Context: an optimization exercise on an open-source flow, tuned for small area and a short achievable clock period. The choices shown serve that exercise and are no tape-out recipe.
RTL that was checked went through simulation tests only; none was proved equivalent to the original.
Power figures rest on the tool's default switching activity, not on a simulated workload.

v14:
==> flow/design.v (excerpt) <==
module long_acc4 (
    input  wire         clk,
    input  wire         rst,
    input  wire [1:0]   cmd,
    input  wire [8:0]   open_w,
    input  wire [5:0]   open_c,
    input  wire         open_clamp,
    input  wire         open_lost,
    input  wire [3:0]   fmt_a,
    input  wire [15:0]  a,
    input  wire [7:0]   scale_a,
    input  wire [3:0]   fmt_b,
    input  wire [63:0]  b,
    input  wire [31:0]  scale_b,
    output reg          out_valid,
    output wire [511:0] out_acc,
    output wire         out_clamp,
    output wire         out_lost
);
==> module lt_add64, before the edit <==
module lt_add64 (
    input  wire [63:0] a,
    input  wire [63:0] b,
    input  wire        ci,
    output wire [63:0] s,
    output wire        co
);
    reg [63:0] g, p, G, P;
    reg [64:0] c;
    integer i, l;
    always @(*) begin
        p = a ^ b;
        g = a & b;
        G = g;
        P = p;
        G[0] = g[0] | (p[0] & ci);
        for (l = 1; l < 64; l = l * 2)
            for (i = 2 * l - 1; i < 64; i = i + 2 * l) begin
                G[i] = G[i] | (P[i] & G[i-l]);
                P[i] = P[i] & P[i-l];
            end
        for (l = 16; l >= 1; l = l / 2)
            for (i = 3 * l - 1; i < 64; i = i + 2 * l) begin
                G[i] = G[i] | (P[i] & G[i-l]);
                P[i] = P[i] & P[i-l];
            end
        c[0] = ci;
        for (i = 1; i <= 64; i = i + 1)
            c[i] = G[i-1];
    end
    assign s  = p ^ c[63:0];
    assign co = c[64];
endmodule
==> flow/config.mk <==
export PLATFORM = sky130hd
export DESIGN_NAME = long_acc4
export DESIGN_NICKNAME = long_acc4
export VERILOG_FILES = /design/flow/design.v
export SDC_FILE = /design/flow/constraint.sdc
export NUM_CORES = 8
export LEC_CHECK = 0
export CAP_MARGIN = 20
export CORE_MARGIN = 2
export CORE_UTILIZATION = 40
export SLEW_MARGIN = 20
==> flow/constraint.sdc <==
create_clock -name core_clock -period 26.0 [get_ports {clk}]
set_input_delay 5.2000 -clock core_clock [delete_from_list [all_inputs] [get_ports {clk}]]
set_output_delay 5.2000 -clock core_clock [all_outputs]
set_load 0.01 [all_outputs]
standard.sh (not shown) runs the stock make flow with config.mk's settings and CLKGATE_MAP_FILE= SYNTH_SCRIPT=/design/flow/synth_recipe.tcl, a recipe that flattens the netlist after the stock synthesis.
==> flow/flow/run.sh <==
#!/bin/bash
# The standard layout, with plain buffers (not delay buffers) on the ports and
# timing repair aimed at 19.3 ns of setup slack.
set -uo pipefail
export BUFFER_PORTS_ARGS="-buffer_cell sky130_fd_sc_hd__buf_1"
export SETUP_SLACK_MARGIN=19.3
bash standard.sh > standard.log 2>&1
#### Input delta (v2 over v14)
--- a/flow/design.v
+++ b/flow/design.v
@@ -350,31 +350,49 @@
     output wire [63:0] s,
     output wire        co
 );
-    reg [63:0] g, p, G, P;
-    reg [64:0] c;
-    integer i, l;
+    localparam GS = 8;
+    localparam NG = 64 / GS;
+    reg [63:0]   g, p, lg, lp, c;
+    reg [NG-1:0] G, P, Gn, Pn;
+    reg [NG:0]   cg;
+    integer i, l, k;
     always @(*) begin
         p = a ^ b;
         g = a & b;
-        G = g;
-        P = p;
-        G[0] = g[0] | (p[0] & ci);
-        for (l = 1; l < 64; l = l * 2)
-            for (i = 2 * l - 1; i < 64; i = i + 2 * l) begin
-                G[i] = G[i] | (P[i] & G[i-l]);
-                P[i] = P[i] & P[i-l];
-            end
-        for (l = 16; l >= 1; l = l / 2)
-            for (i = 3 * l - 1; i < 64; i = i + 2 * l) begin
-                G[i] = G[i] | (P[i] & G[i-l]);
-                P[i] = P[i] & P[i-l];
-            end
-        c[0] = ci;
-        for (i = 1; i <= 64; i = i + 1)
-            c[i] = G[i-1];
+        lg = g;
+        lp = p;
+        for (l = 1; l < GS; l = l * 2)
+            for (i = 63; i >= 0; i = i - 1)
+                if (((i % GS) / l) % 2 == 1) begin
+                    k = (i / GS) * GS + ((i % GS) / l) * l - 1;
+                    lg[i] = lg[i] | (lp[i] & lg[k]);
+                    lp[i] = lp[i] & lp[k];
+                end
+        for (i = 0; i < NG; i = i + 1) begin
+            G[i] = lg[GS*i + GS - 1];
+            P[i] = lp[GS*i + GS - 1];
+        end
+        G[0] = G[0] | (P[0] & ci);
+        for (l = 1; l < NG; l = l * 2) begin
+            Gn = G; Pn = P;
+            for (i = 0; i < NG; i = i + 1)
+                if ((i / l) % 2 == 1) begin
+                    Gn[i] = G[i] | (P[i] & G[(i / l) * l - 1]);
+                    Pn[i] = P[i] & P[(i / l) * l - 1];
+                end
+            G = Gn; P = Pn;
+        end
+        cg[0] = ci;
+        for (i = 1; i <= NG; i = i + 1)
+            cg[i] = G[i-1];
+        for (i = 0; i < 64; i = i + 1)
+            if (i % GS == 0)
+                c[i] = cg[i / GS];
+            else
+                c[i] = lg[i-1] | (lp[i-1] & cg[i / GS]);
     end
-    assign s  = p ^ c[63:0];
-    assign co = c[64];
+    assign s  = p ^ c;
+    assign co = cg[NG];
 endmodule
 module long_acc4 (
     input  wire         clk,
--- outcome ---
- Via count, v2 and v14: lower on v2
- Compare v2 and v14 | number of gates given a new drive strength after cts higher: v14
- v2: clock insertion delay at the later pin of the skew report 20 ps above v14
- v2 vs. v14: first-pass GRT wire length went down about 2.2%; total count of max-transition violations in the final report held; count of multi-input combinational gates went up 372; met3 track demand over resource in global routing went down 0.89 points.
- Against v14, v2 reports a non-clock inverter instance count of the final layout that is lower.
- v14 → v2: switching power total moved down, total power went down, width of the chip saw a decrease, non-clock buffer instance count of the final layout decreased 138.
No functional check of the RTL was part of v14.

---

the reference run:
Another version of the RTL of long_acc4 (not shown whole).
Size: roughly 9900 cells after synthesis, about 930 flip-flops, ~0.082 mm2 of cells after synthesis.
export LEC_CHECK = 0
export CAP_MARGIN = 20
export CORE_MARGIN = 2
export CORE_UTILIZATION = 35
export SLEW_MARGIN = 20
create_clock -name core_clock -period 26.0 [get_ports {clk}]
Scripts as last shown in full above: flow/flow/run.sh
For the trial run, these inputs were changed with respect to the reference run:
diff --git a/flow/design.v b/flow/design.v
--- a/flow/design.v
+++ b/flow/design.v
@@ -528,19 +528,19 @@
     reg         flag_clamp, flag_lost;
     wire [3:0]  clB;
     generate
         for (j = 0; j < 4; j = j + 1) begin : g_acc
             wire [127:0] t, sum;
             lt_clamp u_clamp (.p(pM[j]), .dc(dcM[j]), .frc(frcM[j]), .clamp(clB[j]));
             lt_place u_place (
                 .p(pM[j]), .s8(sM[j]), .clamp(clB[j]), .hi(hi), .t(t)
             );
-            wire [127:0] ag = acc[j] & {128{!clrM}};
+            wire [127:0] ag = acc[j];
             reg  [15:1]  pc;
             wire [15:0]  pk = {pc, 1'b0};
             wire [16:0]  sc;                 
             wire [15:0]  lc;                 
             wire [15:0]  sg, sp;
             wire [128:0] cy;
             wire         fl = !updM && !clrM;
             genvar k;
             for (k = 0; k < 16; k = k + 1) begin : g_seg
@@ -555,19 +555,19 @@
                 assign sum[k]  = ag[k] ^ tb ^ ci;
                 assign cy[k+1] = (ag[k] & tb) | (ag[k] & ci) | (tb & ci);
             end
             for (k = 0; k < 16; k = k + 1) begin : g_sc
                 assign sc[k+1] = cy[8*k+8];
             end
             assign cy[0] = 1'b0;
             assign sc[0] = 1'b0;
             always @(posedge clk) begin
-                acc[j] <= sum;
+                acc[j] <= sum & {128{!clrM}};
                 pc     <= sc[15:1] & {15{updM}};
             end
             assign out_acc[128*j +: 128] = acc[j];
         end
     endgenerate
     always @(posedge clk) begin
         out_valid <= rdM && !rst;
         if (clrM) begin
             flag_clamp <= oclM;
Findings:
The total negative slack on the trial run is in line with that on the reference run.
Taking the trial run over the reference run, the total via count after detailed routing ratio works out to 0.941.
Comparing the two runs side by side, the trial run comes out ahead of the reference run on maximum frequency from static timing analysis.
Portion of total power attributed to the clock network (the trial run over the reference run): increase, 0.3 points
Going from the reference run to the trial run, detail-routed via count per cell was more or less identical; number of filler cells placed in the layout went down by about 2.3%; placeable core area went down by 1.0%.
Comparing largest net degree at the start of global routing for the trial run and the reference run, the smaller number came from the trial run.
Of the trial run and the reference run, it is the trial run that has the lower final period demand of the worst path.
Diff the trial run and the reference run: final routed wirelength across all metal layers higher in the reference run

## afterwards: timing with drivers on the ports
The flow's constraints put no driver on any port. The routed layouts listed below were extracted and timed again, unchanged, in two steps.
Step 1: set_driving_cell puts a clkbuf_16 on clk and a buf_2 on each other input, an assumption about the parent block.
Step 2 moves the port delays by t, midway between the first and last clock arrival at a register: inputs arrive t later, outputs are due t later. That takes back most of the time a late clock gives input paths.
Three values: ideal ports, drivers, drivers and shift; two values: the first two.
run	t (ns)	setup WS [ns]	worst register clock-pin slew, ns	worst data-port slew with drivers (ns)
v14	0.862	19.321 / 19.226 / 18.599	0.07 / 0.07	0.17
v2	0.862	19.302 / 19.217 / 18.597	0.07 / 0.07	0.14
the reference run	0.889	19.289 / 19.215 / 18.467	0.07 / 0.07	0.10
the trial run	0.899	19.342 / 19.246 / 18.666	0.07 / 0.07	0.10
After both steps setup and hold are still met in every run listed. For the reference run, which loses most, drivers alone change the setup slack by -0.074 ns; drivers and shift together by -0.822 ns.
